What follows belongs to an exercise in optimizing a design on an open flow for small area, a short achievable clock period and few clock cycles per item; a production flow would make more cautious choices. RTL that was checked went through simulation tests only; none was proved equivalent to the original.

## hinge_cmp
module hinge_cmp (
    input  wire        clk,
    input  wire        rst,
    input  wire        start,
    input  wire        clear,
    input  wire [23:0] clear_u,
    input  wire        form,
    input  wire        integ,
    input  wire [23:0] e_in,
    input  wire [23:0] b0,
    input  wire [23:0] b1,
    input  wire [23:0] b2,
    input  wire [23:0] b3,
    input  wire [23:0] a1,
    input  wire [23:0] a2,
    input  wire [23:0] a3,
    input  wire [5:0]  xb,
    input  wire [5:0]  xa,
    input  wire [5:0]  xe,
    input  wire [5:0]  xu,
    input  wire [23:0] u_min,
    input  wire [23:0] u_max,
    output wire        ready,
    output reg         done,
    output reg  [23:0] u_lim,
    output reg  [23:0] u_raw,
    output reg         sat,
    output reg         ovf,
    output reg         clamp
);
Size in the first run: roughly 780 flip-flops.
==> flow/config.mk <==
export PLATFORM = sky130hd
export DESIGN_NAME = hinge_cmp
export DESIGN_NICKNAME = hinge_cmp
export VERILOG_FILES = /design/flow/design.v
export SDC_FILE = /design/flow/constraint.sdc
export NUM_CORES = 4
export LEC_CHECK = 0
export ABC_AREA = 1
export CAP_MARGIN = 20
export CORE_MARGIN = 2
export CORE_UTILIZATION = 40
export PLACE_DENSITY = 0.6
export SLEW_MARGIN = 20
==> flow/constraint.sdc <==
create_clock -name core_clock -period 17.0 [get_ports {clk}]
set_input_delay 3.4000 -clock core_clock [delete_from_list [all_inputs] [get_ports {clk}]]
set_output_delay 3.4000 -clock core_clock [all_outputs]
set_load 0.01 [all_outputs]
standard.sh (not shown) runs the stock make flow with config.mk's settings and CLKGATE_MAP_FILE= SYNTH_SCRIPT=/design/flow/synth_recipe.tcl, a recipe that flattens the netlist after the stock synthesis.
==> flow/flow/run.sh <==
#!/bin/bash
# The standard layout (the standard.sh, standard synthesis included), with
# repair_timing asked to keep a setup margin so the layout runs faster than
# the 17 ns constraint. Each step's full log is under orfs/logs; make's own
# output goes to flow_make.log.
set -uo pipefail
MARGIN=${MARGIN:-12.5}
bash standard.sh SETUP_SLACK_MARGIN=$MARGIN finish > flow_make.log 2>&1
Next try:
--- a/flow/flow/run.sh
+++ b/flow/flow/run.sh
@@ -6,3 +6,3 @@
 set -uo pipefail
-MARGIN=${MARGIN:-12.5}
+MARGIN=${MARGIN:-12}
 bash standard.sh SETUP_SLACK_MARGIN=$MARGIN finish > flow_make.log 2>&1
Effect: Final area drops by 6.7%. Synthesized area stays the same. Count of clock-buffer cells in the layout climbs by 1.
No functional check of the RTL was part of any run of this note.

== violet ==
hinge_cmp, a different RTL version from the one above (not shown whole).
Size: about 350 I/O pins, ~53000 um^2 of cells after synthesis.
export LEC_CHECK = 0
export ABC_AREA = 1
export CAP_MARGIN = 20
export CORE_MARGIN = 2
export CORE_UTILIZATION = 40
export CTS_CLUSTER_DIAMETER = 50
export CTS_CLUSTER_SIZE = 20
export PLACE_DENSITY = 0.6
export SLEW_MARGIN = 20
create_clock -name core_clock -period 17.0 [get_ports {clk}]
==> flow/flow/run.sh <==
#!/bin/bash
# The standard layout (the standard.sh, standard synthesis included), with
# repair_timing asked to keep a setup margin so the layout runs faster than
# the 17 ns constraint. Each step's full log is under orfs/logs; make's own
# output goes to flow_make.log.
set -uo pipefail
MARGIN=${MARGIN:-12.4}
bash standard.sh SETUP_SLACK_MARGIN=$MARGIN finish > flow_make.log 2>&1
Testbench counts of violet, summed over its fixed seeds: cycles 139,812, samples 23,233.
### violet -> xenon
-- flow/config.mk --
<<< violet, line 12
export CTS_CLUSTER_DIAMETER = 50
export CTS_CLUSTER_SIZE = 20
>>> xenon, line 12
Results
- xenon: all stages complete, timing, DRC and antenna checks passed
- The final design instance area without fill was comparable across violet and xenon.
- Comparing violet against xenon, there is no change at all in initial cell density of the core.
- xenon vs violet: logic depth of the worst register-to-register path up in xenon
- xenon -> violet: clock-cell share of area flat

Setup of job 5089:
Another version of the RTL of hinge_cmp (not shown whole).
Size: ~7000 cells after synthesis, about 790 flip-flops, ~350 I/O pins, ~54000 µm² of cells after synthesis.
==> flow/config.mk <==
export PLATFORM = sky130hd
export DESIGN_NAME = hinge_cmp
export DESIGN_NICKNAME = hinge_cmp
export VERILOG_FILES = /design/flow/design.v
export SDC_FILE = /design/flow/constraint.sdc
export NUM_CORES = 4
export LEC_CHECK = 0
export ABC_AREA = 1
export CAP_MARGIN = 20
export CORE_MARGIN = 2
export CORE_UTILIZATION = 40
export CTS_BUF_LIST = sky130_fd_sc_hd__clkbuf_4 sky130_fd_sc_hd__clkbuf_8
export PLACE_DENSITY = 0.6
export SLEW_MARGIN = 20
==> flow/constraint.sdc <==
create_clock -name core_clock -period 17.0 [get_ports {clk}]
set_input_delay 3.4000 -clock core_clock [delete_from_list [all_inputs] [get_ports {clk}]]
set_output_delay 3.4000 -clock core_clock [all_outputs]
set_load 0.01 [all_outputs]
==> flow/flow/run.sh <==
#!/bin/bash
# The standard layout (the standard.sh, standard synthesis included), with
# repair_timing asked to keep a setup margin so the layout runs faster than
# the 17 ns constraint. Each step's full log is under orfs/logs; make's own
# output goes to flow_make.log.
set -uo pipefail
MARGIN=${MARGIN:-12}
bash standard.sh SETUP_SLACK_MARGIN=$MARGIN finish > flow_make.log 2>&1
Job 5089 | status: complete | timing, DRC, antenna: pass
Testbench counts of job 5089, summed over its fixed seeds: cycles 139,812, samples 23,233.
Inputs modified between job 5089 and job 1657:
diff --git a/flow/flow/run.sh b/flow/flow/run.sh
--- a/flow/flow/run.sh
+++ b/flow/flow/run.sh
@@ -5,4 +5,4 @@
 # output goes to flow_make.log.
 set -uo pipefail
-MARGIN=${MARGIN:-12}
+MARGIN=${MARGIN:-12.5}
 bash standard.sh SETUP_SLACK_MARGIN=$MARGIN finish > flow_make.log 2>&1
diff --git a/flow/config.mk b/flow/config.mk
--- a/flow/config.mk
+++ b/flow/config.mk
@@ -10,5 +10,4 @@
 export CORE_MARGIN = 2
 export CORE_UTILIZATION = 40
-export CTS_BUF_LIST = sky130_fd_sc_hd__clkbuf_4 sky130_fd_sc_hd__clkbuf_8
 export PLACE_DENSITY = 0.6
 export SLEW_MARGIN = 20
Results
Going from job 5089 to job 1657, the layout-stage area growth over the synthesis result was found to have gone up by 9.6 points.
Row signal arrival time at the worst endpoint: job 1657 lower / job 5089 higher
Going from job 5089 to job 1657, the count of cells resized by post-cts repair was found to have gone up by 526.
Job 1657 against job 5089; design area is up by a little under 10%.
Post-route worst setup slack (higher): job 1657
Between job 1657 and job 5089, the share of the clock period used by the worst path does not differ in any meaningful way.
In terms of number of optimization iterations in the first detailed-route pass, job 1657 and job 5089 differ only marginally.
Total of clock buffers placed in the layout: lower on job 1657
Taking job 5089 over job 1657, the number of fill cells ratio works out to 1.06.
Cmp job 5089 and job 1657 / cell count / lower: job 5089
#### Input delta (job 7519 over job 1657)
diff --git a/flow/flow/run.sh b/flow/flow/run.sh
--- a/flow/flow/run.sh
+++ b/flow/flow/run.sh
@@ -5,4 +5,4 @@
 # output goes to flow_make.log.
 set -uo pipefail
-MARGIN=${MARGIN:-12.5}
+MARGIN=${MARGIN:-12}
 bash standard.sh SETUP_SLACK_MARGIN=$MARGIN finish > flow_make.log 2>&1
==> comparison <==
Across job 7519 and job 1657, the outcome is the same: a clean finish for every run. Remaining max-slew budget at the tightest pin delta (job 7519 − job 1657): favourable. Job 1657 → job 7519: total stage count of the critical path higher. Diff job 7519 and job 1657: setup slack lower in job 7519. Relative to job 1657, the area overhead of the layout relative to synthesis of job 7519 is lower by 10 points.

== alpha ==
hinge_cmp with an RTL version that a note above also has.
For scale: roughly 7000 cells after synthesis, about 0.053 sq mm of cells after synthesis.
export LEC_CHECK = 0
export ABC_AREA = 1
export CAP_MARGIN = 20
export CORE_MARGIN = 2
export CORE_UTILIZATION = 40
export PLACE_DENSITY = 0.5
export SLEW_MARGIN = 20
create_clock -name core_clock -period 17.0 [get_ports {clk}]
==> flow/flow/run.sh <==
#!/bin/bash
# The standard layout (the standard.sh, standard synthesis included), with
# repair_timing asked to keep a setup margin so the layout runs faster than
# the 17 ns constraint. Each step's full log is under orfs/logs; make's own
# output goes to flow_make.log.
set -uo pipefail
MARGIN=${MARGIN:-12.4}
bash standard.sh SETUP_SLACK_MARGIN=$MARGIN finish > flow_make.log 2>&1
Testbench counts of alpha, summed over its fixed seeds: cycles 139,812, samples 23,233.
diff inputs: alpha => beta
- PLACE_DENSITY: 0.5 -> 0.6
diff --git a/flow/flow/run.sh b/flow/flow/run.sh
--- a/flow/flow/run.sh
+++ b/flow/flow/run.sh
@@ -7 +7 @@
-MARGIN=${MARGIN:-12.4}
+MARGIN=${MARGIN:-12.3}
### Flow results
Both conditions hold for beta: the flow ran to the end and the final layout passed the timing, design-rule and antenna checks.
Between alpha and beta, the flow reports cell area after layout decreasing slightly.
[compare] base=alpha new=beta: synthesis-to-finish area growth has decreased, total clock buffers created by CTS has decreased, met3 routed wirelength has increased.
Delta (beta minus alpha): global-route usage now smaller, final wirelength now smaller.
Comparing worst hold slack for beta and alpha, the bigger number came from beta.

hinge_cmp, a different RTL version from the one above (not shown whole).
For scale: ~7300 cells after synthesis, ~790 flip-flops, about 350 I/O pins, ~55000 um2 of cells after synthesis.
==> flow/config.mk <==
export PLATFORM = sky130hd
export DESIGN_NAME = hinge_cmp
export DESIGN_NICKNAME = hinge_cmp
export VERILOG_FILES = /design/flow/design.v
export SDC_FILE = /design/flow/constraint.sdc
export NUM_CORES = 4
export LEC_CHECK = 0
export ABC_AREA = 1
export CAP_MARGIN = 20
export CORE_MARGIN = 2
export CORE_UTILIZATION = 40
export PLACE_DENSITY = 0.6
export SLEW_MARGIN = 20
==> flow/constraint.sdc <==
create_clock -name core_clock -period 17.0 [get_ports {clk}]
set_input_delay 3.4000 -clock core_clock [delete_from_list [all_inputs] [get_ports {clk}]]
set_output_delay 3.4000 -clock core_clock [all_outputs]
set_load 0.01 [all_outputs]
==> flow/flow/run.sh <==
#!/bin/bash
# The standard layout (the standard.sh, standard synthesis included), with
# repair_timing asked to keep a setup margin so the layout runs faster than
# the 17 ns constraint. Each step's full log is under orfs/logs; make's own
# output goes to flow_make.log.
set -uo pipefail
MARGIN=${MARGIN:-12.75}
bash standard.sh SETUP_SLACK_MARGIN=$MARGIN finish > flow_make.log 2>&1
The first run finished clean.
Testbench counts at the start, summed over its fixed seeds: cycles 139,812, samples 23,233.
Then changed:
--- a/flow/flow/run.sh
+++ b/flow/flow/run.sh
@@ -5,4 +5,4 @@
 # output goes to flow_make.log.
 set -uo pipefail
-MARGIN=${MARGIN:-12.75}
+MARGIN=${MARGIN:-12.5}
 bash standard.sh SETUP_SLACK_MARGIN=$MARGIN finish > flow_make.log 2>&1
Count of clock-buffer cells in the layout is lower by 12.
Synthesized area is unchanged.
Via count came out lower by 2.6%.
Routed wire length came out lower by 6.8%.
Sequential share of layout area went up by 1.8 points.
Synthesized cell count is unchanged.
Utilization drops by 3.5 points.
Design area drops by 6.9%.
Final cell count shrinks by 1.6%.

==> separate check: timing with driven ports <==
How much do the figures lean on ideal ports? The routed layouts below were timed once more, with nothing changed but the port constraints. Step 1 sets driving cells, clkbuf_16 on the clock port and buf_2 on the other inputs (assumed; they add their load-dependent delay and slew). Step 2 moves the port delays by t, midway between the first and last clock arrival at a register: inputs arrive t later, outputs are due t later. That takes back most of the time a late clock gives input paths. a / b / c = ideal ports / drivers / drivers and shift; a / b = the first two.
run	t (ns)	setup slack, ns	pins driven straight from the clock port
the first run of note 1	0.773	11.820 / 11.820 / 11.820	1
the second run of note 1	0.793	11.737 / 11.737 / 11.496	1
violet	0.776	12.397 / 12.321 / 11.999	1
xenon	0.770	12.426 / 12.351 / 12.019	1
job 5089	0.947	12.004 / 11.994 / 12.004	1
job 1657	0.795	12.018 / 12.018 / 12.018	1
job 7519	0.784	12.004 / 11.974 / 12.004	1
alpha	0.790	12.399 / 12.315 / 12.161	1
beta	0.773	12.342 / 12.267 / 12.010	1
the first run of note 5	0.787	12.448 / 12.362 / 12.231	1
the second run of note 5	0.790	12.438 / 12.362 / 12.153	1
After both steps every run listed still meets setup and hold. The setup slack of xenon, which loses most, moves by -0.075 ns with the drivers and by -0.407 ns with both steps.
